Source: an optimization exercise on an open RTL-to-GDS flow (aim: small area and a short achievable clock period). Production flows keep margins and buffers that such runs may drop.
In this exercise RTL edits were held to simulation tests only and were not proved equivalent to the original.

===== flow/run.sh =====
#!/bin/bash
# synth_recipe.tcl (not shown) runs the flow's synth.tcl, then flattens the netlist and writes it again
# the make line also repeats each setting of config.mk as NAME=value (left out here)
make -C /OpenROAD-flow-scripts/flow DESIGN_CONFIG=/design/flow/config.mk WORK_HOME=/design/flow/orfs CLKGATE_MAP_FILE= SYNTH_SCRIPT=/design/flow/synth_recipe.tcl finish

===== flow/config.mk =====
export PLATFORM = sky130hd
export DESIGN_NAME = chk_unit
export DESIGN_NICKNAME = chk_unit
export VERILOG_FILES = /design/flow/design.v
export SDC_FILE = /design/flow/constraint.sdc
export NUM_CORES = 4
export LEC_CHECK = 0
export CAP_MARGIN = 20
export CORE_MARGIN = 2
export CORE_UTILIZATION = 40
export SETUP_SLACK_MARGIN = 2
export SLEW_MARGIN = 20

===== flow/constraint.sdc =====
create_clock -name core_clock -period 25.0 [get_ports {clk}]
set_input_delay 5.0000 -clock core_clock [delete_from_list [all_inputs] [get_ports {clk}]]
set_output_delay 5.0000 -clock core_clock [all_outputs]
set_load 0.01 [all_outputs]

===== flow/design.v =====
module chk_unit (
    input  wire        clk,
    input  wire        rst,           
    input  wire        wr_cfg,        
    input  wire        wr_init,       
    input  wire        wr_value,      
    input  wire [31:0] wdata,
    input  wire        s_valid,
    input  wire [63:0] s_data,        
    input  wire [2:0]  s_nbm1,        
    input  wire        s_last,        
    input  wire        s_check,       
    output wire [1:0]  code,
    output wire [31:0] value,
    output wire [31:0] result,
    output wire        residue_ok,
    output wire [15:0] fail_cnt,
    output wire [15:0] refused_cnt
);
    function [31:0] width_mask(input [1:0] c);
        case (c)
            2'd0, 2'd1: width_mask = 32'hFFFF_FFFF;
            2'd2:       width_mask = 32'h0000_FFFF;
            default:    width_mask = 32'h0000_00FF;
        endcase
    endfunction
    function [31:0] init_value(input [1:0] c);
        case (c)
            2'd0, 2'd1: init_value = 32'hFFFF_FFFF;
            2'd2:       init_value = 32'h0000_FFFF;
            default:    init_value = 32'h0000_0000;
        endcase
    endfunction
    function [31:0] final_xor(input [1:0] c);
        case (c)
            2'd0, 2'd1: final_xor = 32'hFFFF_FFFF;
            2'd2:       final_xor = 32'h0000_FFFF;
            default:    final_xor = 32'h0000_0000;
        endcase
    endfunction
    function [31:0] residue(input [1:0] c);
        case (c)
            2'd0:    residue = 32'hDEBB_20E3;
            2'd1:    residue = 32'hB798_B438;
            2'd2:    residue = 32'h0000_F0B8;
            default: residue = 32'h0000_0000;
        endcase
    endfunction
    function [31:0] crc_byte(input [1:0] c, input [31:0] v_in, input [7:0] b);
        reg [31:0] v;
        integer k;
        begin
            v = v_in;
            case (c)
                2'd0: begin
                    v = v ^ {24'd0, b};
                    for (k = 0; k < 8; k = k + 1)
                        v = (v >> 1) ^ (v[0] ? 32'hEDB8_8320 : 32'd0);
                end
                2'd1: begin
                    v = v ^ {24'd0, b};
                    for (k = 0; k < 8; k = k + 1)
                        v = (v >> 1) ^ (v[0] ? 32'h82F6_3B78 : 32'd0);
                end
                2'd2: begin
                    v = (v & 32'hFFFF) ^ {24'd0, b};
                    for (k = 0; k < 8; k = k + 1)
                        v = (v >> 1) ^ (v[0] ? 32'h0000_8408 : 32'd0);
                end
                default: begin
                    v = (v & 32'hFF) ^ {24'd0, b};
                    for (k = 0; k < 8; k = k + 1)
                        v = ((v << 1) ^ (v[7] ? 32'h07 : 32'd0)) & 32'hFF;
                end
            endcase
            crc_byte = v;
        end
    endfunction
    reg [1:0]  code_q;
    reg [31:0] value_q;
    reg [15:0] fail_q;
    reg [15:0] refused_q;
    reg [31:0] beat_value;
    integer i;
    always @* begin
        beat_value = value_q;
        for (i = 0; i < 8; i = i + 1)
            if (i <= s_nbm1)
                beat_value = crc_byte(code_q, beat_value, s_data[8*i +: 8]);
    end
    reg [1:0]  ctl_code;
    reg [31:0] ctl_value;
    always @* begin
        ctl_code  = code_q;
        ctl_value = value_q;
        if (wr_cfg) begin
            ctl_code  = wdata[1:0];
            ctl_value = value_q & width_mask(wdata[1:0]);
        end
        if (wr_init)
            ctl_value = init_value(ctl_code);
        if (wr_value)
            ctl_value = wdata & width_mask(ctl_code);
    end
    wire [1:0] n_writes = {1'b0, wr_cfg} + {1'b0, wr_init} + {1'b0, wr_value};
    wire       frame_fail = s_valid && s_last && s_check &&
                            (beat_value != residue(code_q));
    always @(posedge clk) begin
        if (rst) begin
            code_q    <= 2'd1;
            value_q   <= 32'd0;
            fail_q    <= 16'd0;
            refused_q <= 16'd0;
        end else if (s_valid) begin
            value_q <= beat_value;
            if (frame_fail && fail_q != 16'hFFFF)
                fail_q <= fail_q + 16'd1;
            if (n_writes != 2'd0)
                refused_q <= (refused_q > 16'hFFFF - {14'd0, n_writes}) ?
                             16'hFFFF : refused_q + {14'd0, n_writes};
        end else begin
            code_q  <= ctl_code;
            value_q <= ctl_value;
        end
    end
    assign code        = code_q;
    assign value       = value_q;
    assign result      = value_q ^ final_xor(code_q);
    assign residue_ok  = (value_q == residue(code_q));
    assign fail_cnt    = fail_q;
    assign refused_cnt = refused_q;
endmodule

==> results.txt <==
outcome complete, no violations; first-pass GRT wire length 164200 um; CP Data Arrival Time 22.64 ns; clock skew 0.01214 ns; critical path's most frequent cell xnor3_1; unrepaired setup endpoints after global routing no; vias in the first global route 24684; Worst Hold End fail_q[13]; largest area contributor in the netlist xnor2_1; Fillers 6617; Core Area 0.06692 sq mm; layout cell share with drive strength beyond 1 8.976%; Tmin final 22.36 ns; initial antenna violation count 4; Worst Path Class, Setup input port to flop; DRT iter0 DRCs 3392; Rows 95; R2R Path End fail_q[12]; Synth Warn # 1; Port Buf Inserts 205; ranking of synthesized cells by area xnor2_1, xnor3_1, xor2_1, dfxtp_1, a21oi_1; FF-to-FF setup slack 6.22 ns; CTS root buffer clkbuf_16; Hold Crit Class flop to flop; Clk Latency, worst-skew pair 0.34 ns; synth unique cells 122; commonest register cell after synthesis dfxtp_1; Avg Synthesized Cell Area 8.452 sq um; GRT Overall Usage 30.52%; RD Place Congestion 0.9796; die footprint 0.06939 sq mm; hold path depth 2; Async SR Flop Fraction 0%; Die W 263.4 um; largest net degree at the start of global routing 110; sequential fraction of the synthesis area 4.908%; worst r2r src code_q[0]; Setup TNS 0 ns; CTS Buf Count 9; commonest non-fill, non-tap cell in the layout xnor2_1; nets 3355; Routed Wire Length 110900 um; crit share post-route 89.46%; TritonCTS clock tree built; CP peak stage delay 0.76 ns; final instance area 0.03021 sq mm; critical path endpoint category flop; Synth Cell Area 0.02692 sq mm; placed inst area 0.02959 sq mm; CTS clock-pin slew for the worst setup and hold paths 0.06 ns; Synth Register Bits 66; most frequent cells in the layout xnor2_1, a21oi_1, xor2_1; # clock sinks 66; DR DRC count 0; Final Hold Vio Count 0; CTS H-tree depth 3; Max stage delay cell, worst path xnor3_1; share of the synthesized area in the top cell type 20.76%; half-perimeter wire length after placement 82220 um; critical path launch point type input port; vias per cell 6.392; depth of the worst register-to-register path 50; hold_sp fail_q[13]; Max Freq 44.71 MHz; worst path required time 25.27 ns; Initial DRT Pass Iterations 6; Starting Density 40.23%; grt ovf 0; Wirelength per Cell 26.95 um; vias 26309; number of flops mapped to enable cells by yosys 0; clock buffer depth 2; I/O Pins 206; Gate Count Post-Synth 3185; fin. max-slew vios 0; max cap viols 0; Rel. slew slack 21.25%; CP max FO 28; final setup fails 0; P&R area growth vs syn 12.21%; Post-Syn Nets 3303; height of the chip 263.4 um; Worst Max-Slew Pin Slew 1.181 ns; Routed Antenna Nets 0
==> state kept, by name, indices dropped and copies added, names as in the netlist <==
signal,count
code_q,2
fail_q,16
refused_q,16
value_q,32
==> critical path: cells and delay by family <==
family                 cells  cell delay, ns
AO/OA/AOI/OAI             13            3.79
XOR/XNOR                  20            8.74
buffers and inverters      4            1.40
AND/OR/NAND/NOR           11            3.61
==> area by class of cell <==
class	count	area, sq um	share of cell area, %
diodes	1	2.502	0.008285
clock buffers	11	252.7	0.8367
clock inverters	5	62.56	0.2071
inverters	40	150.1	0.4971
multi-input cells	2822	24550	81.28
flip-flops and latches	66	1321	4.374
well taps	873	1092	3.616
repair buffers	298	2774	9.184
==> cell families (layout without fill, tap and decap cells) <==
| logic type | Yosys count | in the layout | synth area share [%] |
|---|---|---|---|
| other | 0 | 1 | 0 |
| adders and majority gates | 11 | 11 | 0.5671 |
| buffers and inverters | 297 | 354 | 4.913 |
| muxes | 27 | 27 | 1.069 |
| xor gates and xnor gates | 1129 | 1129 | 49.61 |
| DFF | 66 | 66 | 4.908 |
| AOI/OAI and AO/OA | 929 | 929 | 25.42 |
| and+or+nand+nor | 726 | 726 | 13.52 |
==> layer usage <==
metal / global-route usage [%] / up-vias / routed length, um
met1: 41.85 / 12666 / 46190
met4: 10.21 / 8 / 3929
met3: 6.014 / 229 / 11860
met2: 47.77 / 1653 / 48890
li1: - / 11753 / -
met5: 0 / - / 43
==> stage by stage <==
step           util (%)  setup WS [ns]  std cells  hold slack, ns
2_1_floorplan         -          5.544       3185          0.4893
3_3_place_gp      44.20          1.441       4082          0.4896
3_5_place_dp      44.21          1.411       4082          0.4908
4_1_cts           44.82          2.036       4101          0.5026
5_1_grt           45.13          1.974       4115          0.5266
6_report          45.14          2.636       4116          0.5038
==> synthesized netlist by cell type, types with 27 or more instances <==
master / instances
xnor2_1: 638
a21oi_1: 232
xor2_1: 226
nor2_1: 199
nand2_1: 171
xnor3_1: 171
clkbuf_1: 157
o21ai_0: 92
a22oi_1: 88
dfxtp_1: 66
o22ai_1: 64
a221oi_1: 62
nor3_1: 58
nand3_1: 46
and2_1: 44
inv_1: 39
buf_2: 37
xnor2_2: 36
buf_1: 33
a211oi_1: 31
and3_1: 29
o221ai_1: 28
or3_1: 28
a21o_1: 27
==> worst max-delay path by stage <==
stage               slack, ns    endpoint       from  cells past startpoint
floorplan                5.54  fail_q[12]  s_data[0]                     49
global placement         1.44  fail_q[13]  s_data[0]                     48
detailed placement       1.41   fail_q[5]  s_data[0]                     47
CTS                      2.04  fail_q[10]  s_data[0]                     50
global route             1.97   fail_q[7]  s_data[0]                     50
finish                   2.64  fail_q[12]  s_data[0]                     48
==> what timing repair did <==
item                       CTS  global route
gates resized for setup      5            22
buffers inserted             3            13
hold buffers                 0             0
pin swaps                    1             3
setup endpoints to repair   16            32

-- port drivers added, routing unchanged --
No port has a modelled driver above. Below, the same layout with a new extraction and two added sets of constraints. Step 1 (the two cells are an assumption about what drives the block):
set clk [get_ports {clk}]
set_driving_cell -lib_cell sky130_fd_sc_hd__clkbuf_16 $clk
set_driving_cell -lib_cell sky130_fd_sc_hd__buf_2 [delete_from_list [all_inputs] $clk]
Step 2 moves the port delays by t, midway between the first and last clock arrival at a register: inputs arrive t later, outputs are due t later. That takes back most of the time a late clock gives input paths. Three values: no drivers, after step 1, after step 2; two values: the first two.
t, ns: 0.384
slack for setup (ns): 2.636 / 2.646 / 2.262
hold slack, ns: 0.504 / 0.504 / 0.504
clock arrival spread, ns: 0.013 / 0.012
pins driven straight from the clock port: 1
After both steps this run still meets setup and hold. For this run, drivers alone change the setup slack by +0.010 ns; drivers and shift together by -0.374 ns.
